This is an optimization exercise on Yosys and OpenROAD, whose aim is small area, a short achievable clock period and few clock cycles per item, not a production implementation. In this exercise RTL edits were held to simulation tests only and were not proved equivalent to the original.

==> flow/design.v (outline; a module is shown in full before it is edited, if it fits) <==
// module svl_round_sat: 13 lines
// module svl_mac: 21 lines
// module svl_mul: 456 lines
// module svl_add41: 118 lines
// module svl_add51: 146 lines
// module sv_force_lane: 365 lines
module sv_force_lane (
    input  wire        clk,
    input  wire        rst,           
    input  wire        start,         
    input  wire        first,         
    output reg         ready,
    output reg         done,
    input  wire        vel_valid,
    input  wire [19:0] v_cmd,
    input  wire [19:0] v_act,
    input  wire [19:0] aff,
    input  wire [19:0] inj_f,
    input  wire [19:0] k_m,
    input  wire        obs_en,
    input  wire [3:0]  bq_en,
    input  wire [3:0]  ash,
    input  wire [19:0] flim_pos,
    input  wire [19:0] flim_neg,
    input  wire [19:0] kvp_m,
    input  wire [4:0]  kvp_sh,
    input  wire [19:0] kvi_m,
    input  wire [4:0]  kvi_sh,
    input  wire [19:0] kaw_m,
    input  wire [4:0]  kaw_sh,
    input  wire [19:0] km_m,
    input  wire [4:0]  km_sh,
    input  wire [19:0] kob_m,
    input  wire [4:0]  kob_sh,
    input  wire [19:0] koc_m,
    input  wire [4:0]  koc_sh,
    input  wire [19:0] kaf_m,
    input  wire [4:0]  kaf_sh,
    input  wire [19:0] foff,
    input  wire [79:0] bq_b0,
    input  wire [79:0] bq_b1,
    input  wire [79:0] bq_b2,
    input  wire [79:0] bq_a1,
    input  wire [79:0] bq_a2,
    output reg  [19:0] f_out,
    output reg  [19:0] f_sum,
    output reg  [19:0] u_out,
    output reg  [19:0] y_bq,
    output reg  [19:0] d_hat,
    output reg  [39:0] i_vel,
    output reg  [11:0] flags          
);
  // ...
==> flow/flow/run.sh <==
#!/bin/bash
# The standard layout flow (standard.sh: standard synthesis, floorplan, placement, CTS,
# routing) with two changes in how the layout is made:
#  - the buffers the flow puts on every input and output port are the smallest plain buffer
#    cell rather than the cell buffer_ports picks by default;
#  - ORFS's repair_timing aims for 22.6 ns of setup slack at the design's 30 ns clock (the
#    constraints are unchanged), so it sizes the logic for a ~7.4 ns cycle.
# make's full output goes to standard_flow.log; each tool's own log is under orfs/logs/.
set -euo pipefail
export BUFFER_PORTS_ARGS="-buffer_cell sky130_fd_sc_hd__buf_1"
export SETUP_SLACK_MARGIN=22.6
bash standard.sh > standard_flow.log 2>&1
==> flow/standard.sh <==
#!/bin/bash
# synth_recipe.tcl (not shown) runs the flow's synth.tcl, then flattens the netlist and writes it again
# the make line also repeats each setting of config.mk as NAME=value (left out here)
make -C /OpenROAD-flow-scripts/flow DESIGN_CONFIG=/design/flow/config.mk WORK_HOME=/design/flow/orfs CLKGATE_MAP_FILE= SYNTH_SCRIPT=/design/flow/synth_recipe.tcl "${@:-finish}"
==> flow/config.mk <==
export PLATFORM = sky130hd
export DESIGN_NAME = sv_force_lane
export DESIGN_NICKNAME = sv_force_lane
export VERILOG_FILES = /design/flow/design.v
export SDC_FILE = /design/flow/constraint.sdc
export NUM_CORES = 4
export LEC_CHECK = 0
export ABC_AREA = 1
export CAP_MARGIN = 20
export CORE_MARGIN = 2
export CORE_UTILIZATION = 40
export CTS_CLUSTER_DIAMETER = 120
export CTS_CLUSTER_SIZE = 20
export PLACE_DENSITY = 0.6
export SLEW_MARGIN = 20
==> flow/constraint.sdc <==
create_clock -name core_clock -period 30.0 [get_ports {clk}]
set_input_delay 6.0000 -clock core_clock [delete_from_list [all_inputs] [get_ports {clk}]]
set_output_delay 6.0000 -clock core_clock [all_outputs]
set_load 0.01 [all_outputs]
==> reports/qor.yml, run 1 <==
outcome: "no timing/DRC/antenna violations"
clock-skew-final_ns: 0.07795
final.signal_inverter_count: 928
rsz0062_at_grt: "yes"
worstSetupStartpointType: "register"
cts_tree: "done"
avgViaCountPerCell: 5.985
final-hold-violation-count: 0
antenna_cells_inserted: 39
route.detailed.wl_per_inst_um: 29.67
area_of_the_die_sq_mm: 0.1376
setup_viols_final: 0
most_used_routing_layer_in_global_routing: "met2"
worst_hold_startpoint: "a_lo[1]"
fmax_ghz: 0.1337
grt_use_total_pct: 40.40
layout_min_cycle_time_ns: 7.477
portion_of_netlist_area_occupied_by_mux_cells_pct: 0.3368
slew_headroom_pct: 7.632
post_cts_buffers: 11
synth_cell_types: 67
timing.hold.worst.class: "register to register"
crit_start: "y_bq[3]"
top_level_ports: 903
synth_top_flop_cell: "dfxtp_1"
multi_input_gates: 5260
seq_share_pct: 25.52
globalRouteMet3Util_pct: 12.14
commonest_non_fill_non_tap_cell_in_the_layout: "nand2_1"
clkSinkCount: 658
clockRootBuffer: "clkbuf_16"
Testbench counts, summed over its fixed seeds: cycles 180,127, items 8,000.
==> module sv_force_lane, before the edit <==
module sv_force_lane (
    input  wire        clk,
    input  wire        rst,           
    input  wire        start,         
    input  wire        first,         
    output reg         ready,
    output reg         done,
    input  wire        vel_valid,
    input  wire [19:0] v_cmd,
    input  wire [19:0] v_act,
    input  wire [19:0] aff,
    input  wire [19:0] inj_f,
    input  wire [19:0] k_m,
    input  wire        obs_en,
    input  wire [3:0]  bq_en,
    input  wire [3:0]  ash,
    input  wire [19:0] flim_pos,
    input  wire [19:0] flim_neg,
    input  wire [19:0] kvp_m,
    input  wire [4:0]  kvp_sh,
    input  wire [19:0] kvi_m,
    input  wire [4:0]  kvi_sh,
    input  wire [19:0] kaw_m,
    input  wire [4:0]  kaw_sh,
    input  wire [19:0] km_m,
    input  wire [4:0]  km_sh,
    input  wire [19:0] kob_m,
    input  wire [4:0]  kob_sh,
    input  wire [19:0] koc_m,
    input  wire [4:0]  koc_sh,
    input  wire [19:0] kaf_m,
    input  wire [4:0]  kaf_sh,
    input  wire [19:0] foff,
    input  wire [79:0] bq_b0,
    input  wire [79:0] bq_b1,
    input  wire [79:0] bq_b2,
    input  wire [79:0] bq_a1,
    input  wire [79:0] bq_a2,
    output reg  [19:0] f_out,
    output reg  [19:0] f_sum,
    output reg  [19:0] u_out,
    output reg  [19:0] y_bq,
    output reg  [19:0] d_hat,
    output reg  [39:0] i_vel,
    output reg  [11:0] flags          
);
    localparam [3:0] P_R1 = 4'd0, P_I1 = 4'd1, P_I2 = 4'd2, P_D1 = 4'd3, P_D2 = 4'd4,
                     P_U1 = 4'd5, P_BQ = 4'd6, P_F1 = 4'd7, P_F2 = 4'd8, P_F3 = 4'd9,
                     P_F4 = 4'd10, P_END = 4'd11;
    localparam [2:0] B_ACC = 3'd0, B_ZERO = 3'd1, B_IVEL = 3'd2, B_FOUT2 = 3'd3,
                     B_DHAT = 3'd4, B_CLAMPI = 3'd5, B_RS = 3'd6;
    localparam [2:0] W_NONE = 3'd0, W_I = 3'd1, W_D = 3'd2, W_CAP = 3'd3,
                     W_CHAIN = 3'd4, W_FS = 3'd5;
    reg        busy, go;
    reg [3:0]  pc;
    reg [1:0]  bk;
    reg [2:0]  bs;
    reg        first_q, obs_q, vv_q, hold_q, foffnz_q, injnz_q;
    reg [19:0] v_cmd_q, v_act_q;
    reg [3:0]  ash_q;
    reg [19:0] up_q, lo_q;            
    reg        capup_q, caplo_q;      
    reg [20:0] w;
    reg [19:0] f_out2, v_act_prev;
    reg        seen_vv;
    reg [3:0]  en1, en2;              
    reg [19:0] s1_1, s1_2, s1_3;
    reg [19:0] s2_0, s2_1, s2_2, s2_3, s2_4;
    reg [19:0] op_a;
    reg [20:0] op_b;
    reg [4:0]  m_sh, a_s;
    reg        m_v, m_neg, m_tf, a_neg, a_tf;
    reg [2:0]  m_base, a_base, m_wb, a_wb, w_wb;
    reg [2:0]  m_lo, a_lo, w_lo;
    reg [40:0] prod;
    reg [47:0] acc;
    reg        sovf, sdir;            
    wire accept = start && !busy && !rst;
    wire [19:0] rs_q;
    wire        rs_sat;
    svl_round_sat u_rs (.acc(acc), .ovf(sovf), .dir(sdir), .q(rs_q), .sat(rs_sat));
    wire        i_hi   = sovf ? !sdir : !acc[47] && (acc[46:39] != 8'd0);
    wire        i_lo   = sovf ?  sdir :  acc[47] && (acc[46:39] != 8'hFF);
    wire [39:0] i_clmp = i_hi ? 40'h7F_FFFF_FFFF : i_lo ? 40'h80_0000_0000 : acc[39:0];
    wire signed [20:0] ev_diff = $signed({v_cmd_q[19], v_cmd_q}) - $signed({v_act_q[19], v_act_q});
    wire               ev_hi   = ev_diff > 21'sd524287;
    wire               ev_lo   = ev_diff < -21'sd524288;
    wire        [19:0] ev_q    = !vv_q ? 20'd0 : ev_hi ? 20'h7FFFF : ev_lo ? 20'h80000 : ev_diff[19:0];
    wire               evsat_q = vv_q && (ev_hi || ev_lo);
    wire               vneg_q  = v_act_q[19];
    wire               vnz_q   = (v_act_q != 20'd0);
    wire signed [20:0] dv_q    = $signed({v_act_q[19], v_act_q}) - $signed({v_act_prev[19], v_act_prev});
    wire signed [35:0] dv_sh   = $signed({{15{dv_q[20]}}, dv_q}) <<< ash_q;
    wire        [19:0] a_est   = (dv_sh > 36'sd524287)  ? 20'h7FFFF :
                                 (dv_sh < -36'sd524288) ? 20'h80000 : dv_sh[19:0];
    wire obs_in  = obs_en && vel_valid && seen_vv && !first;
    wire vnz_in  = (v_act != 20'd0);
    wire [19:0] S1 [0:4];
    wire [19:0] S2 [0:4];
    assign S1[0] = u_out; assign S1[1] = s1_1; assign S1[2] = s1_2; assign S1[3] = s1_3; assign S1[4] = y_bq;
    assign S2[0] = s2_0;  assign S2[1] = s2_1; assign S2[2] = s2_2; assign S2[3] = s2_3; assign S2[4] = s2_4;
    wire [19:0] b0_k = bq_b0[bk*20 +: 20];
    wire [19:0] b1_k = bq_b1[bk*20 +: 20];
    wire [19:0] b2_k = bq_b2[bk*20 +: 20];
    wire [19:0] a1_k = bq_a1[bk*20 +: 20];
    wire [19:0] a2_k = bq_a2[bk*20 +: 20];
    wire [19:0] x1_k = en1[bk] ? S1[bk]        : 20'd0;
    wire [19:0] x2_k = en2[bk] ? S2[bk]        : 20'd0;
    wire [19:0] y1_k = en1[bk] ? S1[bk + 3'd1] : 20'd0;
    wire [19:0] y2_k = en2[bk] ? S2[bk + 3'd1] : 20'd0;
    function [2:0] nxt_bq(input [2:0] k, input [3:0] en);
        begin
            if      (k <= 3'd0 && en[0]) nxt_bq = 3'd0;
            else if (k <= 3'd1 && en[1]) nxt_bq = 3'd1;
            else if (k <= 3'd2 && en[2]) nxt_bq = 3'd2;
            else if (k <= 3'd3 && en[3]) nxt_bq = 3'd3;
            else                         nxt_bq = 3'd4;
        end
    endfunction
    reg        f_v, f_neg, f_tf;
    reg [19:0] f_a;
    reg [20:0] f_b;
    reg [4:0]  f_sh;
    reg [2:0]  f_base, f_wb, f_lo;
    reg [3:0]  pc_n;
    reg [1:0]  bk_n;
    reg [2:0]  bs_n;
    reg [2:0]  nb;
    wire [3:0] after_f1 = foffnz_q ? P_F2 : obs_q ? P_F3 : injnz_q ? P_F4 : P_END;
    wire [3:0] after_f2 = obs_q ? P_F3 : injnz_q ? P_F4 : P_END;
    wire [3:0] after_f3 = injnz_q ? P_F4 : P_END;
    always @* begin
        f_v = 1'b0; f_neg = 1'b0; f_tf = 1'b0;
        f_a = 20'd0; f_b = 21'd0; f_sh = 5'd1;
        f_base = B_ACC; f_wb = W_NONE; f_lo = 3'd0;
        pc_n = pc; bk_n = bk; bs_n = bs; nb = 3'd4;
        if (!busy) begin
            f_v = vnz_in; f_a = k_m; f_b = {1'b0, v_act[19] ? flim_neg : flim_pos};
            f_sh = 5'd0; f_base = B_ZERO; f_wb = W_CAP;
            pc_n = obs_in ? P_R1 : vel_valid ? P_I1 : P_U1;
        end else begin
            case (pc)
                P_R1: begin   
                    f_v = 1'b1; f_a = km_m; f_b = {a_est[19], a_est}; f_sh = km_sh;
                    f_neg = 1'b1; f_base = B_FOUT2; pc_n = P_I1;
                end
                P_I1: begin   
                    f_v = 1'b1; f_a = kvi_m; f_b = {ev_q[19], ev_q}; f_sh = kvi_sh;
                    f_base = B_IVEL; pc_n = P_I2;
                end
                P_I2: begin   
                    f_v = 1'b1; f_a = kaw_m; f_b = w; f_sh = kaw_sh;
                    f_wb = W_I; pc_n = obs_q ? P_D1 : P_U1;
                end
                P_D1: begin   
                    f_v = 1'b1; f_a = kob_m; f_b = {rs_q[19], rs_q}; f_sh = kob_sh;
                    f_base = B_DHAT; pc_n = P_D2;
                end
                P_D2: begin   
                    f_v = 1'b1; f_a = kob_m; f_b = {d_hat[19], d_hat}; f_sh = kob_sh;
                    f_neg = 1'b1; f_wb = W_D; pc_n = P_U1;
                end
                P_U1: begin   
                    f_v = 1'b1; f_a = kvp_m; f_b = {ev_q[19], ev_q}; f_sh = kvp_sh;
                    f_tf = 1'b1; f_base = (vv_q && !obs_q) ? B_CLAMPI : B_IVEL;
                    f_wb = W_CHAIN; f_lo = 3'd0;
                    nb = nxt_bq(3'd0, bq_en);
                    if (nb[2]) pc_n = P_F1;
                    else begin pc_n = P_BQ; bk_n = nb[1:0]; bs_n = 3'd0; end
                end
                P_BQ: begin   
                    f_v = 1'b1; f_sh = 5'd1; bs_n = bs + 3'd1;
                    case (bs)
                        3'd0: begin f_a = b1_k; f_b = {x1_k[19], x1_k}; f_base = B_ZERO; end
                        3'd1: begin f_a = b2_k; f_b = {x2_k[19], x2_k}; end
                        3'd2: begin f_a = b0_k; f_b = {rs_q[19], rs_q}; end
                        3'd3: begin f_a = a1_k; f_b = {y1_k[19], y1_k}; f_neg = 1'b1; end
                        default: begin
                            f_a = a2_k; f_b = {y2_k[19], y2_k}; f_neg = 1'b1;
                            f_wb = W_CHAIN; f_lo = {1'b0, bk} + 3'd1;
                            nb = nxt_bq({1'b0, bk} + 3'd1, bq_en);
                            if (nb[2]) pc_n = P_F1;
                            else begin bk_n = nb[1:0]; bs_n = 3'd0; end
                        end
                    endcase
                end
                P_F1: begin   
                    f_v = 1'b1; f_a = kaf_m; f_b = {aff[19], aff}; f_sh = kaf_sh;
                    f_base = B_RS; pc_n = after_f1;
                    if (after_f1 == P_END) f_wb = W_FS;
                end
                P_F2: begin   
                    f_v = 1'b1; f_a = 20'h40000; f_b = {foff[19], foff}; f_sh = 5'd1;
                    pc_n = after_f2;
                    if (after_f2 == P_END) f_wb = W_FS;
                end
                P_F3: begin   
                    f_v = 1'b1; f_a = koc_m; f_b = {d_hat[19], d_hat}; f_sh = koc_sh;
                    f_neg = 1'b1; pc_n = after_f3;
                    if (after_f3 == P_END) f_wb = W_FS;
                end
                P_F4: begin   
                    f_v = 1'b1; f_a = 20'h40000; f_b = {inj_f[19], inj_f}; f_sh = 5'd1;
                    f_wb = W_FS; pc_n = P_END;
                end
                default: ;
            endcase
        end
    end
    reg [47:0] a_base_v;
    always @* begin
        case (a_base)
            B_ZERO:   a_base_v = 48'd0;
            B_IVEL:   a_base_v = {{8{i_vel[39]}}, i_vel};
            B_FOUT2:  a_base_v = {{8{f_out2[19]}}, f_out2, 20'd0};
            B_DHAT:   a_base_v = {{8{d_hat[19]}}, d_hat, 20'd0};
            B_CLAMPI: a_base_v = {{8{i_clmp[39]}}, i_clmp};
            B_RS:     a_base_v = {{8{rs_q[19]}}, rs_q, 20'd0};
            default:  a_base_v = acc;
        endcase
    end
    wire [40:0] mul_p;
    svl_mul u_mul (.a(op_a), .b(op_b), .p(mul_p));
    wire [47:0] mac_sum;
    wire        mac_ovf, mac_dir;
    svl_mac u_mac (
        .prod(prod), .s(a_s), .neg(a_neg), .tfirst(a_tf), .base(a_base_v),
        .sum_out(mac_sum), .ovf(mac_ovf), .dir(mac_dir)
    );
    wire a_clr  = (a_base != B_ACC);
    wire signed [21:0] fs       = $signed({{2{rs_q[19]}}, rs_q});
    wire signed [21:0] d_hi     = $signed({2'b00, up_q}) - fs;       
    wire signed [21:0] d_lo     = -$signed({2'b00, lo_q}) - fs;      
    wire               clamp_hi = d_hi[21];
    wire               clamp_lo = !clamp_hi && !d_lo[21] && (d_lo != 22'd0);
    wire        [20:0] w_new    = clamp_hi ? d_hi[20:0] : clamp_lo ? d_lo[20:0] : 21'd0;
    wire        [19:0] f_lim    = clamp_hi ? up_q : clamp_lo ? (20'd0 - lo_q) : rs_q;
    wire [2:0] upd_hi = nxt_bq(w_lo, bq_en);
    always @(posedge clk) begin
        first_q  <= first;
        obs_q    <= obs_in;
        vv_q     <= vel_valid;
        hold_q   <= !(vel_valid && seen_vv && !first);
        foffnz_q <= (foff != 20'd0);
        injnz_q  <= (inj_f != 20'd0);
        v_cmd_q  <= v_cmd;
        v_act_q  <= v_act;
        ash_q    <= ash;
        if (!busy) begin
            up_q     <= flim_pos;
            lo_q     <= flim_neg;
            capup_q  <= 1'b0;
            caplo_q  <= 1'b0;
        end
        op_a   <= f_a;
        op_b   <= f_b;
        m_sh   <= f_sh;
        m_neg  <= f_neg;
        m_tf   <= f_tf;
        m_base <= f_base;
        m_wb   <= f_wb;
        m_lo   <= f_lo;
        prod   <= mul_p;
        a_s    <= 5'd8 - m_sh;
        a_neg  <= m_neg;
        a_tf   <= m_tf;
        a_base <= m_base;
        a_wb   <= m_v ? m_wb : W_NONE;
        a_lo   <= m_lo;
        acc <= mac_sum;
        if (a_clr || !sovf) begin
            sovf <= mac_ovf;
            sdir <= mac_dir;
        end
        w_wb <= a_wb;
        w_lo <= a_lo;
        case (w_wb)
            W_I: begin
                i_vel    <= i_clmp;
                flags[6] <= flags[6] | sovf;
            end
            W_D: begin
                d_hat    <= rs_q;
                flags[1] <= sovf;
            end
            W_CAP:    
                if (!vneg_q) begin
                    if (rs_q < up_q) begin up_q <= rs_q; capup_q <= 1'b1; end
                end else begin
                    if (rs_q < lo_q) begin lo_q <= rs_q; caplo_q <= 1'b1; end
                end
            W_CHAIN: begin
                flags[11] <= flags[11] | rs_sat | (w_lo == 3'd0 && evsat_q);
                if (w_lo == 3'd0) flags[6] <= flags[6] | sovf;
                else              flags[w_lo + 3'd1] <= sovf;
                if (w_lo <= 3'd0 && upd_hi >= 3'd0) begin s2_0 <= u_out; u_out <= rs_q; end
                if (w_lo <= 3'd1 && upd_hi >= 3'd1) begin s2_1 <= s1_1;  s1_1  <= rs_q; end
                if (w_lo <= 3'd2 && upd_hi >= 3'd2) begin s2_2 <= s1_2;  s1_2  <= rs_q; end
                if (w_lo <= 3'd3 && upd_hi >= 3'd3) begin s2_3 <= s1_3;  s1_3  <= rs_q; end
                if (w_lo <= 3'd4 && upd_hi >= 3'd4) begin s2_4 <= y_bq;  y_bq  <= rs_q; end
            end
            W_FS: begin
                f_sum      <= rs_q;
                f_out2     <= f_out;
                f_out      <= f_lim;
                w          <= w_new;
                flags[0]   <= sovf;
                flags[10]  <= (i_vel == 40'h7F_FFFF_FFFF) || (i_vel == 40'h80_0000_0000);
                flags[9]   <= clamp_hi || clamp_lo;
                flags[8]   <= (clamp_hi && capup_q) || (clamp_lo && caplo_q);
                flags[7]   <= hold_q;
                v_act_prev <= v_act_q;
                seen_vv    <= seen_vv | vv_q;
                en2        <= en1 & bq_en;
                en1        <= bq_en;
            end
            default: ;
        endcase
        if (go) begin
            flags <= 12'd0;
            if (first_q) begin
                i_vel      <= 40'd0;
                w          <= 21'd0;
                d_hat      <= 20'd0;
                f_out      <= 20'd0;
                f_out2     <= 20'd0;
                v_act_prev <= 20'd0;
                seen_vv    <= 1'b0;
                en1        <= 4'd0;
                en2        <= 4'd0;
            end
        end
        go   <= accept;
        done <= (w_wb == W_FS);
        if (accept) begin
            busy  <= 1'b1;
            ready <= 1'b0;
        end else if (w_wb == W_FS) begin
            busy  <= 1'b0;
            ready <= 1'b1;
        end
        if (!busy || f_v) begin
            pc <= pc_n; bk <= bk_n; bs <= bs_n;
        end
        m_v <= busy ? f_v : (accept && vnz_in);
        if (rst) begin
            busy       <= 1'b0;
            ready      <= 1'b1;
            go         <= 1'b0;
            done       <= 1'b0;
            m_v        <= 1'b0;
            a_wb       <= W_NONE;
            w_wb       <= W_NONE;
            i_vel      <= 40'd0;
            w          <= 21'd0;
            d_hat      <= 20'd0;
            f_out      <= 20'd0;
            f_out2     <= 20'd0;
            v_act_prev <= 20'd0;
            seen_vv    <= 1'b0;
            en1        <= 4'd0;
            en2        <= 4'd0;
        end
    end
endmodule
==> run 2, diff against run 1 <==
--- a/flow/design.v
+++ b/flow/design.v
@@ -816,3 +816,3 @@
     reg        capup_q, caplo_q;      
-    reg [20:0] w;
+    wire [20:0] w = {f_out[19], f_out} - {f_sum[19], f_sum};
     reg [19:0] f_out2, v_act_prev;
@@ -855,11 +855,24 @@
     assign S2[0] = s2_0;  assign S2[1] = s2_1; assign S2[2] = s2_2; assign S2[3] = s2_3; assign S2[4] = s2_4;
-    wire [19:0] b0_k = bq_b0[bk*20 +: 20];
-    wire [19:0] b1_k = bq_b1[bk*20 +: 20];
-    wire [19:0] b2_k = bq_b2[bk*20 +: 20];
-    wire [19:0] a1_k = bq_a1[bk*20 +: 20];
-    wire [19:0] a2_k = bq_a2[bk*20 +: 20];
-    wire [19:0] x1_k = en1[bk] ? S1[bk]        : 20'd0;
-    wire [19:0] x2_k = en2[bk] ? S2[bk]        : 20'd0;
-    wire [19:0] y1_k = en1[bk] ? S1[bk + 3'd1] : 20'd0;
-    wire [19:0] y2_k = en2[bk] ? S2[bk + 3'd1] : 20'd0;
+    wire        in_bq = busy && (pc == P_BQ);
+    wire [3:0]  bkh   = 4'd1 << bk;
+    wire [4:0]  bsh   = 5'd1 << bs;
+    reg  [19:0] coef_k, st_k;
+    integer q;
+    always @* begin
+        coef_k = 20'd0;
+        st_k   = 20'd0;
+        for (q = 0; q < 4; q = q + 1) begin
+            coef_k = coef_k | ({20{bkh[q] & bsh[0]}} & bq_b1[q*20 +: 20])
+                            | ({20{bkh[q] & bsh[1]}} & bq_b2[q*20 +: 20])
+                            | ({20{bkh[q] & bsh[2]}} & bq_b0[q*20 +: 20])
+                            | ({20{bkh[q] & bsh[3]}} & bq_a1[q*20 +: 20])
+                            | ({20{bkh[q] & bsh[4]}} & bq_a2[q*20 +: 20]);
+        end
+        for (q = 0; q < 5; q = q + 1) begin
+            st_k = st_k | ({20{(q < 4 && bkh[q & 3] && bsh[0] && en1[q & 3]) ||
+                               (q > 0 && bkh[(q - 1) & 3] && bsh[3] && en1[(q - 1) & 3])}} & S1[q])
+                        | ({20{(q < 4 && bkh[q & 3] && bsh[1] && en2[q & 3]) ||
+                               (q > 0 && bkh[(q - 1) & 3] && bsh[4] && en2[(q - 1) & 3])}} & S2[q]);
+        end
+    end
     function [2:0] nxt_bq(input [2:0] k, input [3:0] en);
@@ -926,15 +939,12 @@
                     f_v = 1'b1; f_sh = 5'd1; bs_n = bs + 3'd1;
-                    case (bs)
-                        3'd0: begin f_a = b1_k; f_b = {x1_k[19], x1_k}; f_base = B_ZERO; end
-                        3'd1: begin f_a = b2_k; f_b = {x2_k[19], x2_k}; end
-                        3'd2: begin f_a = b0_k; f_b = {rs_q[19], rs_q}; end
-                        3'd3: begin f_a = a1_k; f_b = {y1_k[19], y1_k}; f_neg = 1'b1; end
-                        default: begin
-                            f_a = a2_k; f_b = {y2_k[19], y2_k}; f_neg = 1'b1;
-                            f_wb = W_CHAIN; f_lo = {1'b0, bk} + 3'd1;
-                            nb = nxt_bq({1'b0, bk} + 3'd1, bq_en);
-                            if (nb[2]) pc_n = P_F1;
-                            else begin bk_n = nb[1:0]; bs_n = 3'd0; end
-                        end
-                    endcase
+                    f_a = coef_k;
+                    f_b = (bs == 3'd2) ? {rs_q[19], rs_q} : {st_k[19], st_k};
+                    f_neg = bs[1] & bs[0] | bs[2];
+                    if (bs == 3'd0) f_base = B_ZERO;
+                    if (bs == 3'd4) begin
+                        f_wb = W_CHAIN; f_lo = {1'b0, bk} + 3'd1;
+                        nb = nxt_bq({1'b0, bk} + 3'd1, bq_en);
+                        if (nb[2]) pc_n = P_F1;
+                        else begin bk_n = nb[1:0]; bs_n = 3'd0; end
+                    end
                 end
@@ -989,3 +999,2 @@
     wire               clamp_lo = !clamp_hi && !d_lo[21] && (d_lo != 22'd0);
-    wire        [20:0] w_new    = clamp_hi ? d_hi[20:0] : clamp_lo ? d_lo[20:0] : 21'd0;
     wire        [19:0] f_lim    = clamp_hi ? up_q : clamp_lo ? (20'd0 - lo_q) : rs_q;
@@ -1059,3 +1068,2 @@
                 f_out      <= f_lim;
-                w          <= w_new;
                 flags[0]   <= sovf;
@@ -1076,5 +1084,5 @@
                 i_vel      <= 40'd0;
-                w          <= 21'd0;
                 d_hat      <= 20'd0;
                 f_out      <= 20'd0;
+                f_sum      <= 20'd0;
                 f_out2     <= 20'd0;
@@ -1108,5 +1116,5 @@
             i_vel      <= 40'd0;
-            w          <= 21'd0;
             d_hat      <= 20'd0;
             f_out      <= 20'd0;
+            f_sum      <= 20'd0;
             f_out2     <= 20'd0;
==> reports/qor.yml, run 2 <==
outcome: "no timing/DRC/antenna violations"
synth_simple_gate_area_share_pct: 18.40
finish.cell_count_without_fillers: 9283
final_stage_net_count: 8829
clock-skew-final_ns: 0.03145  # -0.04649 ns
grt_overflow: 0
crit_path_end_kind: "register"
setup_viols_final: 0  # unchanged
synth_edf_count: 211
flip_flop_count_of_the_largest_register_after_layout: 48
max_slew.worst_pin.slew_ns: 1.242
detail_route.drc_violations: 0
slew_headroom_pct: 16.44  # +8.8 points
biggest_register: "acc"
yosysTopAreaCellShare_pct: 16.52
highest_net_fanout_along_the_worst_path: 1
synth_top_cells_by_count: "nand2_1 (1364), inv_1 (913), o21ai_0 (574)"
clockRootBuffer: "clkbuf_16"
finalWeightedCongestion: 1.006
r2r_slack_ns: 22.84
insertion_delay_ns: 0.66
final_cell_area_sq_mm: 0.05861
num-fill-cells: 13129
portion_of_netlist_area_occupied_by_mux_cells_pct: 0.3903  # +0.054 points
top_level_ports: 903  # unchanged
cts_tree: "done"
synth_fa_ha_area_share_pct: 15.27
cp_top_family: "compound AO/OA/AOI/OAI gates"
die-height_um: 363.2
first_global_vias: 51254
avgSynthCellArea_sq_um: 7.527
area_delta_synth_final_pct: 13.57
postSynthNetCount: 8110
initial_standard_cell_utilization_of_the_core_pct: 40.37
highest_layer: "met5"
combinational_family_with_the_most_area_after_synthesis: "compound AO/OA/AOI/OAI gates"
ys_seq_area_share_pct: 28.80
buffer_depth_of_the_longest_clock_path: 3
crit_start: "bq_b1[63]"
final-hold-violation-count: 0  # unchanged
multi_input_area_sq_mm: 0.03222
final.setup.tns_ns: 0
cp_cell_sequence: "buf_1 -> a22o_1 -> a221oi_1 -> nand4_1 -> nor3_1 -> o2111ai_1 -> a21oi_1 -> o21ai_0"
vias: 55286
cts-buffers-inserted: 40
synth_largest_area_cell: "dfxtp_1"
htreeDepth: 2
place_area_sq_mm: 0.05682
floorplan.die.width_um: 363.2
met3WireLength_um: 31540
commonest_non_fill_non_tap_cell_in_the_layout: "nand2_1"
mostFrequentLayoutCells: "nand2_1 (1357), inv_1 (905), buf_1 (896), o21ai_0 (561), a21oi_1 (418)"
wirelength_um: 269400
rsz0062_at_grt: "yes"
placedCellCount: 9178
antenna_left: 0
cap_viol_max_count: 0
drv_slew: 0
layout_min_cycle_time_ns: 7.473  # -0.003400 ns
synth_cell_types: 70  # +4.5%
critPathKind: "input pin to register"
route.detailed.wl_per_inst_um: 29.02  # -2.2%
reg_top3: "acc x48, prod x41, i_vel x40"
drive_gt1_share_pct: 5.727
core-area_sq_mm: 0.1278
area_of_the_die_sq_mm: 0.1319  # -4.2%
detailedPlacementHpwl_um: 213900
worst_hold_startpoint: "m_lo[1]"
syn-instance-count: 6856
global_route_wire_length_before_repair_um: 372300
number_of_antenna_violations_at_the_first_check_in_global_routing: 45
clkSinkCount: 637  # -3.2%
wl_met2_um: 116100
utilization_pct: 45.84
placement.io_buffers: 902
synth_xor_area_share_pct: 6.262
synth_top_flop_cell: "dfxtp_1"
avgViaCountPerCell: 5.956  # -0.50%
timing.hold.worst.class: "register to register"
drt_pre_antenna_iters: 9
maximum_number_of_pins_on_one_net_before_global_route_repair: 84
synth-async-reset-ratio_pct: 0
cp_required_ns: 30.50
fmax_ghz: 0.1338  # about the same
cts.reportedPaths.clkPinSlew_ns: 0.08
cp_num_buf_inv: 1
synth-compound-area-share_pct: 21.08
grt_use_total_pct: 39.16  # -1.2 points
syn_area_sq_mm: 0.05161
worstSetupStartpointType: "input pin"
placement_rows: 131
synth.area.top_cells: "dfxtp_1 (17%), edfxtp_1 (12%), nand2_1 (9.9%)"
wirelength_met1_um: 105200
critPathArrivalTime_ns: 7.97
synth_most_common_cell: "nand2_1"
synth.ff_latch_count: 637
detailedRoute.firstIterationViolations: 7180
max_stage_delay_ns: 0.48
timing.critical_path.slowest_stage_cell: "nor3_1"
hold-worst-slack_ns: 0.3106
post-route-period-util_pct: 24.91
yosys_warnings: 1
area.sequential_sq_mm: 0.01492
critical_path.reg2reg.startpoint: "op_b[13]"
## run 2: layout make-up
cell class                      count  share of cell area (%)
Tap cell                         1662                   3.548
Timing Repair Buffer             1044                   7.632
Multi-Input combinational cell   4893                   54.98
Inverter                          957                   6.178
Clock inverter                     10                  0.2818
Sequential cell                   637                   25.46
Clock buffer                       53                   1.791
Timing Repair inverter              2                 0.01708
Antenna cell                       25                  0.1067
## run 2: what timing repair did
action / CTS / global route
resized for setup: 66 / 52
cloned: 0 / 2
hold buffers: 0 / 0
pin swaps: 1 / 18
endpoints found under the setup margin: 69 / 66
setup buffers: 0 / 14
## run 2: path summary, 6_finish.rpt
check,cells after the start,endpoint
worst max-delay path,8,op_a[3]
worst min-delay path,0,a_lo[1]
worst max register to register,25,prod[39]
worst min register to register,0,a_lo[1]
## run 2: logic make-up (layout without fill, tap and decap cells)
group	Yosys count	in the layout
AOI/OAI and AO/OA	1780	1780
xor gates and xnor gates	369	369
adders and majority gates	505	505
buffers and inverters	1326	2066
DFF	637	637
muxes	20	20
other	0	25
and+or+nand+nor	2219	2219
## run 2: stage by stage
stage / setup WS (ns)
6_report: 22.53
5_1_grt: 22.55
4_1_cts: 22.58
3_5_place_dp: 21.40
3_3_place_gp: 20.78
2_1_floorplan: 22.23
## run 2: layer usage
metal / GRT usage (%) / up-vias
met2: 58.94 / 3219
met1: 50.22 / 26676
met5: 2.179 / -
met4: 20.53 / 28
li1: - / 24771
met3: 11.84 / 592
## run 2: worst reg2reg max path: cells and delay by family (launching register included)
family	cells	cell delay (ns)
fa+ha+maj	7	3.05
compound gates	7	1.52
flops	1	0.87
buf+inv	4	0.70
simple gates	5	0.67
xor+xnor	2	0.27
Testbench counts of run 2, summed over its fixed seeds: cycles 180,127, items 8,000.
==> run 3, diff against run 2 <==
--- a/flow/design.v
+++ b/flow/design.v
@@ -817,2 +817,3 @@
     wire [20:0] w = {f_out[19], f_out} - {f_sum[19], f_sum};
+    wire        w_nz = (f_out != f_sum);
     reg [19:0] f_out2, v_act_prev;
@@ -839,4 +840,4 @@
     wire signed [20:0] ev_diff = $signed({v_cmd_q[19], v_cmd_q}) - $signed({v_act_q[19], v_act_q});
-    wire               ev_hi   = ev_diff > 21'sd524287;
-    wire               ev_lo   = ev_diff < -21'sd524288;
+    wire               ev_hi   = !ev_diff[20] &&  ev_diff[19];
+    wire               ev_lo   =  ev_diff[20] && !ev_diff[19];
     wire        [19:0] ev_q    = !vv_q ? 20'd0 : ev_hi ? 20'h7FFFF : ev_lo ? 20'h80000 : ev_diff[19:0];
@@ -846,5 +847,12 @@
     wire signed [20:0] dv_q    = $signed({v_act_q[19], v_act_q}) - $signed({v_act_prev[19], v_act_prev});
-    wire signed [35:0] dv_sh   = $signed({{15{dv_q[20]}}, dv_q}) <<< ash_q;
-    wire        [19:0] a_est   = (dv_sh > 36'sd524287)  ? 20'h7FFFF :
-                                 (dv_sh < -36'sd524288) ? 20'h80000 : dv_sh[19:0];
+    wire        [19:0] dv_eq   = dv_q[19:0] ~^ {20{dv_q[20]}};
+    reg         [19:0] dv_run;                   
+    integer            r;
+    always @* begin
+        dv_run[19] = dv_eq[19];
+        for (r = 18; r >= 0; r = r - 1) dv_run[r] = dv_run[r + 1] & dv_eq[r];
+    end
+    wire               a_fit   = (ash_q <= 4'd15) && dv_run[5'd19 - {1'b0, ash_q}];
+    wire        [19:0] dv_shl  = dv_q[19:0] << ash_q;
+    wire        [19:0] a_est   = a_fit ? dv_shl : dv_q[20] ? 20'h80000 : 20'h7FFFF;
     wire obs_in  = obs_en && vel_valid && seen_vv && !first;
@@ -855,3 +863,2 @@
     assign S2[0] = s2_0;  assign S2[1] = s2_1; assign S2[2] = s2_2; assign S2[3] = s2_3; assign S2[4] = s2_4;
-    wire        in_bq = busy && (pc == P_BQ);
     wire [3:0]  bkh   = 4'd1 << bk;
@@ -915,3 +922,5 @@
                     f_v = 1'b1; f_a = kvi_m; f_b = {ev_q[19], ev_q}; f_sh = kvi_sh;
-                    f_base = B_IVEL; pc_n = P_I2;
+                    f_base = B_IVEL;
+                    if (obs_q || w_nz) pc_n = P_I2;
+                    else begin f_wb = W_I; pc_n = P_U1; end
                 end
==> reports/qor.yml, run 3 <==
initial_standard_cell_utilization_of_the_core_pct: 40.32  # -0.051 points
synth_top_flop_cell: "dfxtp_1"
r2r_slack_ns: 22.80  # -0.04 ns
worstSetupStartpointType: "input pin"
yosysTopAreaCellShare_pct: 16.57  # +0.042 points
vias: 55371  # +0.15%
worst_hold_startpoint: "m_neg"
number_of_antenna_violations_at_the_first_check_in_global_routing: 45  # unchanged
final-hold-violation-count: 0  # unchanged
core-area_sq_mm: 0.1277  # -0.13%
most_used_routing_layer_in_global_routing: "met2"
wirelength_um: 266500  # -1.1%
finalWeightedCongestion: 1.030  # +2.3%
critPathArrivalTime_ns: 8.32  # +0.35 ns
area_of_the_die_sq_mm: 0.1316  # -0.25%
avgSynthCellArea_sq_um: 7.538  # +0.14%
placement_rows: 131  # unchanged
commonest_non_fill_non_tap_cell_in_the_layout: "nand2_1"
avgViaCountPerCell: 5.983  # +0.47%
detail_route.drc_violations: 0  # unchanged
syn-instance-count: 6829  # -0.39%
mostFrequentLayoutCells: "nand2_1 (1352), buf_1 (888), inv_1 (863), o21ai_0 (613), a21oi_1 (392)"
grt_use_total_pct: 38.93  # -0.23 points
hold_buffers: 0  # unchanged
met2_grt_util_pct: 57.43  # -1.5 points
biggest_register: "acc"
cap_viol_max_count: 0  # unchanged
synth_largest_area_cell: "dfxtp_1"
max_slew.worst_pin.slew_ns: 1.382  # +0.1399 ns
regToRegEndpoint: "prod[38]"
cts.reportedPaths.clkPinSlew_ns: 0.08  # about the same
setup_viols_final: 0  # unchanged
finish.cell_count_without_fillers: 9254  # -0.31%
hold-worst-slack_ns: 0.3291  # +0.01849 ns
top_level_ports: 903  # unchanged
insertion_delay_ns: 0.68  # +0.02 ns
post-route-period-util_pct: 26.05  # +1.1 points
drive_gt1_share_pct: 5.532  # -0.19 points
drt_pre_antenna_iters: 6  # -3
cp_required_ns: 30.50  # about the same
synth.ff_latch_count: 637  # unchanged
holdPathStages: 0  # unchanged
synth_most_common_cell: "nand2_1"
postSynthNetCount: 8086  # -0.30%
timing.hold.worst.class: "register to register"
die-height_um: 362.7  # -0.13%
hold_path_end: "a_neg"
maximum_number_of_pins_on_one_net_before_global_route_repair: 88  # +4.8%
final.setup.tns_ns: 0  # unchanged
utilization_pct: 45.83  # about the same
htreeDepth: 2  # unchanged
yosys_warnings: 1  # unchanged
synth_top_cells_by_count: "nand2_1 (1357), inv_1 (871), o21ai_0 (630)"
final_stage_net_count: 8805  # -0.27%
area_delta_synth_final_pct: 13.68
flip_flop_count_of_the_largest_register_after_layout: 48  # unchanged
ys_seq_area_share_pct: 28.88  # +0.074 points
antenna_left: 0  # unchanged
drv_slew: 0  # unchanged
outcome: "no timing/DRC/antenna violations"
crit_path_end_kind: "register"
cts-buffers-inserted: 40  # unchanged
layout_min_cycle_time_ns: 7.814  # +0.3405 ns
first_global_vias: 50612  # -1.3%
detailedRoute.firstIterationViolations: 7394  # +3.0%
global_route_wire_length_before_repair_um: 370800  # -0.39%
gr-usage-met1_pct: 51.42  # +1.2 points
worstRegToRegCells: 25  # unchanged
syn_area_sq_mm: 0.05148  # -0.25%
highest_net_fanout_along_the_worst_path: 1  # unchanged
grt_overflow: 0  # unchanged
route.detailed.wl_per_inst_um: 28.79  # -0.79%
globalRouteMet3Util_pct: 9.744  # -2.1 points
detailedPlacementHpwl_um: 209500  # -2.1%
rsz0062_at_grt: "yes"
buffer_depth_of_the_longest_clock_path: 3  # unchanged
cts_tree: "done"
synth-async-reset-ratio_pct: 0  # unchanged
placement.io_buffers: 902  # unchanged
placedCellCount: 9155  # -0.25%
slew_headroom_pct: 6.901  # -9.5 points
critPathKind: "input pin to register"
floorplan.die.width_um: 362.7  # -0.13%
critical_path.reg2reg.startpoint: "op_b[11]"
clkSinkCount: 637  # unchanged
fmax_ghz: 0.1280  # -4.4%
clock-skew-final_ns: 0.04989  # +0.01844 ns
synth_edf_count: 211  # unchanged
synth.area.top_cells: "dfxtp_1 (17%), edfxtp_1 (12%), nand2_1 (9.9%)"
clockRootBuffer: "clkbuf_16"
reg_top3: "acc x48, prod x41, i_vel x40"
synth_cell_types: 73  # +4.3%
==> run 3: area by class of cell <==
type / count / area, sq um
timing repair buffer: 1050 / 4529
antenna: 18 / 45.04
clock buffer: 60 / 1097
multi-input combinational: 4919 / 32290
fill: 13054 / 69160
inverter: 899 / 3411
timing repair inverter: 1 / 5.005
sequential: 637 / 14920
clock inverter: 8 / 150.1
tap: 1662 / 2079
==> run 3: cells by family (layout without fill, tap and decap cells) <==
kind of cell	count (synthesis)	count (layout)	synth area share [%]
buffers and inverters	1273	2018	9.448
other	0	18	0
AOI/OAI and AO/OA	1818	1818	21.53
xor gates and xnor gates	357	357	6.074
DFF	637	637	28.88
adders and majority gates	508	508	15.38
muxes	19	19	0.3719
and+or+nand+nor	2217	2217	18.32
==> run 3: how the worst max path moves through the flow <==
stage / start / to / slack, ns
2_1_floorplan: bq_en[0] / s1_2[0] / 22.31
3_3_place_gp: bq_a1[7] / op_a[7] / 20.22
3_5_place_dp: bq_a1[7] / op_a[7] / 20.68
4_1_cts: bq_a1[7] / op_a[7] / 22.21
5_1_grt: bq_a1[7] / op_a[7] / 22.16
6_report: bq_a1[7] / op_a[7] / 22.19
==> run 3: routing by layer <==
layer / wire length [um] / part of all wire [%]
met5: 140 / 0.053
met4: 18110 / 6.8
met3: 30640 / 11
met2: 112400 / 42
met1: 105200 / 39
==> run 3: stage by stage <==
step | area, sq um | worst slack [ns]
6_report | 58520 | 22.19
5_1_grt | 58500 | 22.16
4_1_cts | 58220 | 22.21
3_5_place_dp | 56790 | 20.68
3_3_place_gp | 56780 | 20.22
2_1_floorplan | 51530 | 22.31
==> run 3: worst max-delay path: stages <==
cell,delay (ns)
buf_1,0.09
a32o_1,0.24
a221oi_4,0.40
nand4_1,0.24
o31ai_4,0.71
nand4_1,0.20
a21oi_2,0.27
o21ai_4,0.14
==> run 3: what timing repair did <==
action | CTS | global route
setup buffers | 5 | 7
endpoints found under the hold margin | 0 | 0
endpoints found under the setup margin | 96 | 58
gates resized for setup | 56 | 58
pin swaps | 6 | 5
gates cloned | 0 | 1
Testbench counts of run 3, summed over its fixed seeds: cycles 177,286, items 8,000.
==> run 4, diff against run 3 <==
--- a/flow/design.v
+++ b/flow/design.v
@@ -905,2 +905,3 @@
     wire [3:0] after_f3 = injnz_q ? P_F4 : P_END;
+    wire [19:0] dhat_f   = (bq_en == 4'd0 && !foffnz_q) ? rs_q : d_hat;
     always @* begin
@@ -970,3 +971,3 @@
                 P_F3: begin   
-                    f_v = 1'b1; f_a = koc_m; f_b = {d_hat[19], d_hat}; f_sh = koc_sh;
+                    f_v = 1'b1; f_a = koc_m; f_b = {dhat_f[19], dhat_f}; f_sh = koc_sh;
                     f_neg = 1'b1; pc_n = after_f3;
==> reports/qor.yml, run 4 <==
outcome: "no timing/DRC/antenna violations"
cap_viol_max_count: 0  # unchanged
htreeDepth: 2  # unchanged
number_of_antenna_violations_at_the_first_check_in_global_routing: 72  # +60%
num-fill-cells: 13265  # +1.6%
grt_use_total_pct: 42.83  # +3.9 points
cts.reportedPaths.clkPinSlew_ns: 0.10  # +0.02 ns
cp_required_ns: 30.58  # +0.08 ns
area.sequential_sq_mm: 0.01493  # +0.10%
synth_most_common_cell: "nand2_1"
top_level_ports: 903  # unchanged
final-hold-violation-count: 0  # unchanged
timing.hold.worst.class: "register to register"
finalWeightedCongestion: 1.057  # +2.6%
placement.io_buffers: 902  # unchanged
synth_largest_area_cell: "dfxtp_1"
avgSynthCellArea_sq_um: 7.550  # +0.16%
first_global_vias: 52007  # +2.8%
crit_path_end_kind: "register"
cts-buffers-inserted: 41  # +2.5%
drv_slew: 0  # unchanged
area_delta_synth_final_pct: 14.26
rsz0062_at_grt: "yes"
commonest_non_fill_non_tap_cell_in_the_layout: "nand2_1"
worstSetupStartpointType: "input pin"
drt_pre_antenna_iters: 8  # +2
global_route_wire_length_before_repair_um: 398400  # +7.4%
utilization_pct: 46.11  # +0.28 points
syn-instance-count: 6825  # -0.059%
insertion_delay_ns: 0.67  # about the same
area_of_the_die_sq_mm: 0.1317  # +0.10%
placement_rows: 131  # unchanged
multi_input_area_sq_mm: 0.03241  # +0.37%
hold_buffers: 0  # unchanged
postSynthNetCount: 8082  # -0.049%
clkSinkCount: 637  # unchanged
antenna_left: 0  # unchanged
highest_net_fanout_along_the_worst_path: 1  # unchanged
final.setup.tns_ns: 0  # unchanged
wirelength_um: 293000  # +10%
synth-async-reset-ratio_pct: 0  # unchanged
post-route-period-util_pct: 25.05  # -1.0 points
flip_flop_count_of_the_largest_register_after_layout: 48  # unchanged
fmax_ghz: 0.1331  # +4.0%
synth_top_cells_by_count: "nand2_1 (1339), inv_1 (872), o21ai_0 (654)"
setup_viols_final: 0  # unchanged
synth_edf_count: 211  # unchanged
yosys_warnings: 1  # unchanged
detailedPlace.worstSlack_ns: 21.23  # +0.5516 ns
detail_route.drc_violations: 0  # unchanged
yosysTopAreaCellShare_pct: 16.55  # -0.017 points
avgViaCountPerCell: 6.111  # +2.1%
ys_seq_area_share_pct: 28.85  # -0.030 points
slew_headroom_pct: 21.63  # +15 points
synth.area.top_cells: "dfxtp_1 (17%), edfxtp_1 (12%), nand2_1 (9.8%)"
synth_cell_types: 65  # -11%
clockRootBuffer: "clkbuf_16"
core-area_sq_mm: 0.1277  # unchanged
mostFrequentLayoutCells: "nand2_1 (1329), buf_1 (882), inv_1 (861), o21ai_0 (644), a21oi_1 (408)"
drive_gt1_share_pct: 5.716  # +0.18 points
max_slew.worst_pin.slew_ns: 1.168  # -0.2136 ns
biggest_register: "acc"
maximum_number_of_pins_on_one_net_before_global_route_repair: 91  # +3.4%
die-height_um: 362.9  # about the same
synth.ff_latch_count: 637  # unchanged
detailedRoute.firstIterationViolations: 7223  # -2.3%
finalWorstSetupSlack_ns: 22.48  # +0.2985 ns
cts_tree: "done"
detailedPlacementHpwl_um: 232400  # +11%
syn_area_sq_mm: 0.05153  # +0.10%
grt_overflow: 0  # unchanged
route.detailed.wl_per_inst_um: 31.55  # +9.6%
clock-skew-final_ns: 0.03414  # -0.01575 ns
layout_min_cycle_time_ns: 7.515  # -0.2985 ns
synth_top_flop_cell: "dfxtp_1"
final_stage_net_count: 8804  # -0.011%
critPathKind: "input pin to register"
vias: 56741  # +2.5%
buffer_depth_of_the_longest_clock_path: 3  # unchanged
initial_standard_cell_utilization_of_the_core_pct: 40.36  # +0.042 points
floorplan.die.width_um: 362.9  # about the same
reg_top3: "acc x48, prod x41, i_vel x40"
critPathArrivalTime_ns: 8.10  # -0.22 ns
==> run 4: layout make-up <==
class	count	area share (%)
clock buffer	60	1.881
clock inverter	11	0.3379
inverter	903	5.791
multi-input combinational	4905	55.04
sequential	637	25.36
timing repair buffer	1059	7.858
tap	1662	3.532
antenna	48	0.2040
==> run 4: metrics by stage <==
stage               cells  area (sq um)  hold slack (ns)
CTS                  9211         58350           0.3298
floorplan            6825         51630           0.3096
global route         9265         58830           0.3378
global placement     9136         56790           0.3138
detailed placement   9136         56790           0.3143
finish               9285         58880           0.3249
==> run 4: logic make-up (layout without fill, tap and decap cells) <==
group                    after synthesis  after routing  synth area share, %
multiplexers                          23             23               0.4492
buffers and inverters               1283           2033                9.496
adder cells (fa/ha/maj)              508            508                15.36
flip-flops                           637            637                28.85
AO/OA/AOI/OAI                       1878           1878                22.17
AND/OR/NAND/NOR                     2137           2137                17.57
other                                  0             48                    0
XOR/XNOR                             359            359                6.102
==> run 4: routing by layer <==
layer	vias up	track usage [%]	wire length, um
met5	-	2.651	679
met4	44	25.46	21170
met3	742	15.68	37190
met2	3668	62.41	120600
met1	27405	53.75	113400
li1	24882	-	-
==> run 4: what timing repair did <==
item                       in CTS  in global routing
cloned                          0                  0
buffers inserted                4                 26
pin swaps                       5                 16
setup endpoints to repair     120                 81
resized for setup              88                 49
==> run 4: worst max-delay path, cell delays in order <==
cell and delay [ns]:
buf_1 0.25, a221oi_4 0.57, nand3_1 0.44, o21ai_0 0.50, a31oi_1 0.13, a21o_1 0.18
==> run 4: worst paths after layout <==
kind              from  slack [ns]        to  depth (start not counted)
min reg2reg    m_lo[2]        0.32   a_lo[2]                          0
min            m_lo[2]        0.32   a_lo[2]                          0
max          bq_b0[31]       22.48  op_a[11]                          6
max reg2reg   op_b[15]       22.92  prod[38]                         25
Testbench counts of run 4, summed over its fixed seeds: cycles 177,286, items 8,000.
==> run 5, diff against run 4 <==
--- a/flow/design.v
+++ b/flow/design.v
@@ -894,5 +894,2 @@
     reg        f_v, f_neg, f_tf;
-    reg [19:0] f_a;
-    reg [20:0] f_b;
-    reg [4:0]  f_sh;
     reg [2:0]  f_base, f_wb, f_lo;
@@ -908,3 +905,2 @@
         f_v = 1'b0; f_neg = 1'b0; f_tf = 1'b0;
-        f_a = 20'd0; f_b = 21'd0; f_sh = 5'd1;
         f_base = B_ACC; f_wb = W_NONE; f_lo = 3'd0;
@@ -912,4 +908,4 @@
         if (!busy) begin
-            f_v = vnz_in; f_a = k_m; f_b = {1'b0, v_act[19] ? flim_neg : flim_pos};
-            f_sh = 5'd0; f_base = B_ZERO; f_wb = W_CAP;
+            f_v = vnz_in;
+            f_base = B_ZERO; f_wb = W_CAP;
             pc_n = obs_in ? P_R1 : vel_valid ? P_I1 : P_U1;
@@ -918,3 +914,3 @@
                 P_R1: begin   
-                    f_v = 1'b1; f_a = km_m; f_b = {a_est[19], a_est}; f_sh = km_sh;
+                    f_v = 1'b1;
                     f_neg = 1'b1; f_base = B_FOUT2; pc_n = P_I1;
@@ -922,3 +918,3 @@
                 P_I1: begin   
-                    f_v = 1'b1; f_a = kvi_m; f_b = {ev_q[19], ev_q}; f_sh = kvi_sh;
+                    f_v = 1'b1;
                     f_base = B_IVEL;
@@ -928,3 +924,3 @@
                 P_I2: begin   
-                    f_v = 1'b1; f_a = kaw_m; f_b = w; f_sh = kaw_sh;
+                    f_v = 1'b1;
                     f_wb = W_I; pc_n = obs_q ? P_D1 : P_U1;
@@ -932,3 +928,3 @@
                 P_D1: begin   
-                    f_v = 1'b1; f_a = kob_m; f_b = {rs_q[19], rs_q}; f_sh = kob_sh;
+                    f_v = 1'b1;
                     f_base = B_DHAT; pc_n = P_D2;
@@ -936,3 +932,3 @@
                 P_D2: begin   
-                    f_v = 1'b1; f_a = kob_m; f_b = {d_hat[19], d_hat}; f_sh = kob_sh;
+                    f_v = 1'b1;
                     f_neg = 1'b1; f_wb = W_D; pc_n = P_U1;
@@ -940,3 +936,3 @@
                 P_U1: begin   
-                    f_v = 1'b1; f_a = kvp_m; f_b = {ev_q[19], ev_q}; f_sh = kvp_sh;
+                    f_v = 1'b1;
                     f_tf = 1'b1; f_base = (vv_q && !obs_q) ? B_CLAMPI : B_IVEL;
@@ -948,5 +944,3 @@
                 P_BQ: begin   
-                    f_v = 1'b1; f_sh = 5'd1; bs_n = bs + 3'd1;
-                    f_a = coef_k;
-                    f_b = (bs == 3'd2) ? {rs_q[19], rs_q} : {st_k[19], st_k};
+                    f_v = 1'b1; bs_n = bs + 3'd1;
                     f_neg = bs[1] & bs[0] | bs[2];
@@ -961,3 +955,3 @@
                 P_F1: begin   
-                    f_v = 1'b1; f_a = kaf_m; f_b = {aff[19], aff}; f_sh = kaf_sh;
+                    f_v = 1'b1;
                     f_base = B_RS; pc_n = after_f1;
@@ -966,3 +960,3 @@
                 P_F2: begin   
-                    f_v = 1'b1; f_a = 20'h40000; f_b = {foff[19], foff}; f_sh = 5'd1;
+                    f_v = 1'b1;
                     pc_n = after_f2;
@@ -971,3 +965,3 @@
                 P_F3: begin   
-                    f_v = 1'b1; f_a = koc_m; f_b = {dhat_f[19], dhat_f}; f_sh = koc_sh;
+                    f_v = 1'b1;
                     f_neg = 1'b1; pc_n = after_f3;
@@ -976,3 +970,3 @@
                 P_F4: begin   
-                    f_v = 1'b1; f_a = 20'h40000; f_b = {inj_f[19], inj_f}; f_sh = 5'd1;
+                    f_v = 1'b1;
                     f_wb = W_FS; pc_n = P_END;
@@ -983,2 +977,28 @@
     end
+    wire st_r1  = busy && (pc == P_R1);
+    wire st_i1  = busy && (pc == P_I1);
+    wire st_i2  = busy && (pc == P_I2);
+    wire st_d1  = busy && (pc == P_D1);
+    wire st_d2  = busy && (pc == P_D2);
+    wire st_u1  = busy && (pc == P_U1);
+    wire st_bq  = busy && (pc == P_BQ);
+    wire st_f1  = busy && (pc == P_F1);
+    wire st_f2  = busy && (pc == P_F2);
+    wire st_f3  = busy && (pc == P_F3);
+    wire st_f4  = busy && (pc == P_F4);
+    wire [19:0] f_a = ({20{!busy}} & k_m) | ({20{st_r1}} & km_m) | ({20{st_i1}} & kvi_m) |
+                      ({20{st_i2}} & kaw_m) | ({20{st_d1 | st_d2}} & kob_m) | ({20{st_u1}} & kvp_m) |
+                      ({20{st_f1}} & kaf_m) | ({20{st_f3}} & koc_m) |
+                      ({20{st_f2 | st_f4}} & 20'h40000) | ({20{st_bq}} & coef_k);
+    wire [19:0] f_b20 = ({20{!busy && !v_act[19]}} & flim_pos) | ({20{!busy && v_act[19]}} & flim_neg) |
+                        ({20{st_r1}} & a_est) | ({20{st_i1 | st_u1}} & ev_q) |
+                        ({20{st_d1 | (st_bq && bs == 3'd2)}} & rs_q) | ({20{st_d2}} & d_hat) |
+                        ({20{st_f3}} & dhat_f) | ({20{st_f1}} & aff) | ({20{st_f2}} & foff) |
+                        ({20{st_f4}} & inj_f) | ({20{st_bq && bs != 3'd2}} & st_k) |
+                        ({20{st_i2}} & w[19:0]);
+    wire [20:0] f_b   = {st_i2 ? w[20] : (busy & f_b20[19]), f_b20};
+    wire [4:0]  f_sh  = ({5{st_r1}} & km_sh) | ({5{st_i1}} & kvi_sh) | ({5{st_i2}} & kaw_sh) |
+                        ({5{st_d1 | st_d2}} & kob_sh) | ({5{st_u1}} & kvp_sh) |
+                        ({5{st_f1}} & kaf_sh) | ({5{st_f3}} & koc_sh) |
+                        {4'd0, st_bq | st_f2 | st_f4};
     reg [47:0] a_base_v;
==> reports/qor.yml, run 5 <==
hold-worst-slack_ns: 0.3317  # +0.006829 ns
insertion_delay_ns: 0.68  # about the same
synth-async-reset-ratio_pct: 0  # unchanged
utilization_pct: 45.74  # -0.37 points
combinational_family_with_the_most_area_after_synthesis: "compound AO/OA/AOI/OAI gates"
placedCellCount: 9109  # -0.30%
vias: 55067  # -3.0%
globalRouteMet3Util_pct: 18.26  # +2.6 points
grt_overflow: 0  # unchanged
fmax_ghz: 0.1353  # +1.7%
place_area_sq_mm: 0.05642  # -0.65%
synth_top_flop_cell: "dfxtp_1"
post-route-period-util_pct: 24.64  # -0.41 points
yosys_warnings: 1  # unchanged
crit_path_end_kind: "output pin"
layout_min_cycle_time_ns: 7.391  # -0.1243 ns
setup_viols_final: 0  # unchanged
htreeDepth: 2  # unchanged
detailedPlace.worstSlack_ns: 21.51  # +0.2766 ns
syn_area_sq_mm: 0.05112  # -0.80%
timing.hold.worst.class: "register to register"
cts_tree: "done"
finish.cell_count_without_fillers: 9228  # -0.61%
cts-buffers-inserted: 41  # unchanged
crit_start: "flags[3]"
cp_cell_sequence: "buf_2"
final_cell_area_sq_mm: 0.05818  # -1.2%
drive_gt1_share_pct: 5.564  # -0.15 points
synth_top_cells_by_count: "nand2_1 (1324), inv_1 (897), o21ai_0 (634)"
synth_most_common_cell: "nand2_1"
initial_standard_cell_utilization_of_the_core_pct: 40.19  # -0.17 points
gr-usage-met1_pct: 57.34  # +3.6 points
finalWeightedCongestion: 1.074  # +1.6%
clockRootBuffer: "clkbuf_16"
met2_grt_util_pct: 58.61  # -3.8 points
final.setup.tns_ns: 0  # unchanged
worst_hold_startpoint: "a_lo[2]"
buffer_depth_of_the_longest_clock_path: 3  # unchanged
detail_route.drc_violations: 0  # unchanged
synth_largest_area_cell: "dfxtp_1"
first_global_vias: 50910  # -2.1%
highest_net_fanout_along_the_worst_path: 2  # +1
multi_input_area_sq_mm: 0.03172  # -2.1%
max_slew.worst_pin.slew_ns: 1.157  # -0.01104 ns
ys_seq_area_share_pct: 29.08  # +0.23 points
most_used_routing_layer_in_global_routing: "met2"
max_stage_delay_ns: 0.49  # -0.08 ns
yosysTopAreaCellShare_pct: 16.68  # +0.13 points
syn-instance-count: 6782  # -0.63%
slew_headroom_pct: 22.59  # +0.96 points
final-hold-violation-count: 0  # unchanged
finalWorstSetupSlack_ns: 22.61  # +0.1243 ns
clkSinkCount: 637  # unchanged
synth_cell_types: 66  # +1.5%
synth.area.top_cells: "dfxtp_1 (17%), edfxtp_1 (12%), nand2_1 (9.7%)"
critPathArrivalTime_ns: 1.39  # -6.71 ns
drt_pre_antenna_iters: 8  # unchanged
route.detailed.wl_per_inst_um: 31.32  # -0.75%
antenna_left: 0  # unchanged
num-fill-cells: 13268  # +0.023%
clock-skew-final_ns: 0.04260  # +0.008460 ns
reg_top3: "acc x48, prod x41, i_vel x40"
avgSynthCellArea_sq_um: 7.537  # -0.17%
avgViaCountPerCell: 5.967  # -2.4%
cts.reportedPaths.clkPinSlew_ns: 0.08  # -0.02 ns
floorplan.die.width_um: 361.5  # -0.40%
detailedPlacementHpwl_um: 235800  # +1.5%
critPathKind: "register to output pin"
global_route_wire_length_before_repair_um: 393000  # -1.3%
placement.io_buffers: 902  # unchanged
synth.ff_latch_count: 637  # unchanged
cap_viol_max_count: 0  # unchanged
postSynthNetCount: 8039  # -0.53%
cp_top_family: "flip-flops"
area_of_the_die_sq_mm: 0.1307  # -0.79%
portion_of_netlist_area_occupied_by_mux_cells_pct: 0.2766  # -0.17 points
mostFrequentLayoutCells: "nand2_1 (1320), inv_1 (896), buf_1 (867), o21ai_0 (633), a21oi_1 (437)"
outcome: "no timing/DRC/antenna violations"
area.sequential_sq_mm: 0.01496  # +0.20%
synth_xor_area_share_pct: 6.271  # +0.17 points
die-height_um: 361.5  # -0.40%
top_level_ports: 903  # unchanged
core-area_sq_mm: 0.1272  # -0.39%
cp_num_buf_inv: 1  # unchanged
synth-compound-area-share_pct: 21.55  # -0.62 points
biggest_register: "acc"
final_stage_net_count: 8761  # -0.49%
synth_simple_gate_area_share_pct: 17.75  # +0.17 points
worstSetupStartpointType: "register"
wirelength_um: 289000  # -1.4%
synth_fa_ha_area_share_pct: 15.49  # +0.12 points
rsz0062_at_grt: "yes"
placement_rows: 131  # unchanged
detailedRoute.firstIterationViolations: 7289  # +0.91%
flip_flop_count_of_the_largest_register_after_layout: 48  # unchanged
number_of_antenna_violations_at_the_first_check_in_global_routing: 77  # +6.9%
timing.critical_path.slowest_stage_cell: "dfxtp_2"
drv_slew: 0  # unchanged
commonest_non_fill_non_tap_cell_in_the_layout: "nand2_1"
critical_path.reg2reg.startpoint: "op_b[5]"
synth_edf_count: 211  # unchanged
grt_use_total_pct: 42.47  # -0.36 points
area_delta_synth_final_pct: 13.82
cp_required_ns: 24.00  # -6.58 ns
maximum_number_of_pins_on_one_net_before_global_route_repair: 82  # -9.9%
-- run 5: cell count changes in the layout (fill, tap and decap cells not counted), sizes merged, moves of 13 or more --
| cell | delta |
|---|---|
| inv | +37 |
| nor2 | +37 |
| a21oi | +28 |
| a31oi | -21 |
| o21ai | -19 |
| a221oi | -17 |
| buf | -17 |
| nor4 | -17 |
| nand2 | -16 |
| o221ai | +16 |
| a32o | +15 |
| nor3 | +13 |
| xor2 | +13 |
-- run 5: repair_timing --
| item | CTS | global route |
|---|---|---|
| resized for setup | 94 | 36 |
| gates cloned | 0 | 1 |
| hold buffers | 0 | 0 |
| setup buffers | 8 | 5 |
| pin swaps | 0 | 1 |
| setup endpoints to repair | 81 | 55 |
-- run 5: cell type report --
type | count | area share, %
Antenna cell | 36 | 0.1548
Clock buffer | 56 | 1.860
Clock inverter | 13 | 0.3720
Inverter | 932 | 6.032
Multi-Input combinational cell | 4850 | 54.51
Sequential cell | 637 | 25.71
Tap cell | 1662 | 3.574
Timing Repair Buffer | 1042 | 7.778
-- run 5: metal layers --
layer	wire length, um	vias to the layer above
met5	211	-
met4	14100	34
met2	114300	3303
li1	-	24569
met1	118700	26655
met3	41690	506
-- run 5: worst paths after layout --
path	endpoint	slack, ns	cells past startpoint
setup / recovery	flags[3]	22.61	1
hold / removal	w_lo[2]	0.33	0
setup reg to reg	prod[39]	22.86	23
hold reg to reg	w_lo[2]	0.33	0
-- run 5: logic make-up (layout without fill, tap and decap cells) --
| family | after synthesis | count (layout) |
|---|---|---|
| flops | 637 | 637 |
| fa+ha+maj | 508 | 508 |
| other cells | 0 | 36 |
| xor+xnor | 366 | 366 |
| mux | 14 | 14 |
| simple gates | 2144 | 2145 |
| compound gates | 1817 | 1817 |
| buf+inv | 1296 | 2043 |
Testbench counts of run 5, summed over its fixed seeds: cycles 177,286, items 8,000.

-- static timing again, ports no longer ideal --
In the flow no input, the clock included, has a driving cell. The finished layouts below were timed again as built, in two steps. Step 1, drivers: a clkbuf_16 drives clk and a buf_2 each remaining input, both assumed. Step 2 also shifts input and output timing later by t, the mid clock arrival at the registers, as if the neighbouring blocks saw the same clock. Three values: no drivers, after step 1, after step 2; two values: the first two.
| run | t, ns | setup WS [ns] | slew at the worst register clock pin (ns) | worst data-port slew with drivers (ns) |
|---|---|---|---|---|
| run 1 | 0.768 | 22.523 / 22.432 / 21.818 | 0.11 / 0.11 | 0.29 |
| run 2 | 0.727 | 22.527 / 22.516 / 21.861 | 0.10 / 0.10 | 0.21 |
| run 3 | 0.740 | 22.186 / 22.237 / 21.497 | 0.11 / 0.11 | 0.26 |
| run 4 | 0.742 | 22.485 / 22.495 / 21.801 | 0.10 / 0.10 | 0.23 |
| run 5 | 0.748 | 22.609 / 22.525 / 21.940 | 0.10 / 0.10 | 0.39 |
After both steps setup and hold are still met in every run listed. The setup slack of run 1, which loses most, moves by -0.091 ns with the drivers and by -0.705 ns with both steps.
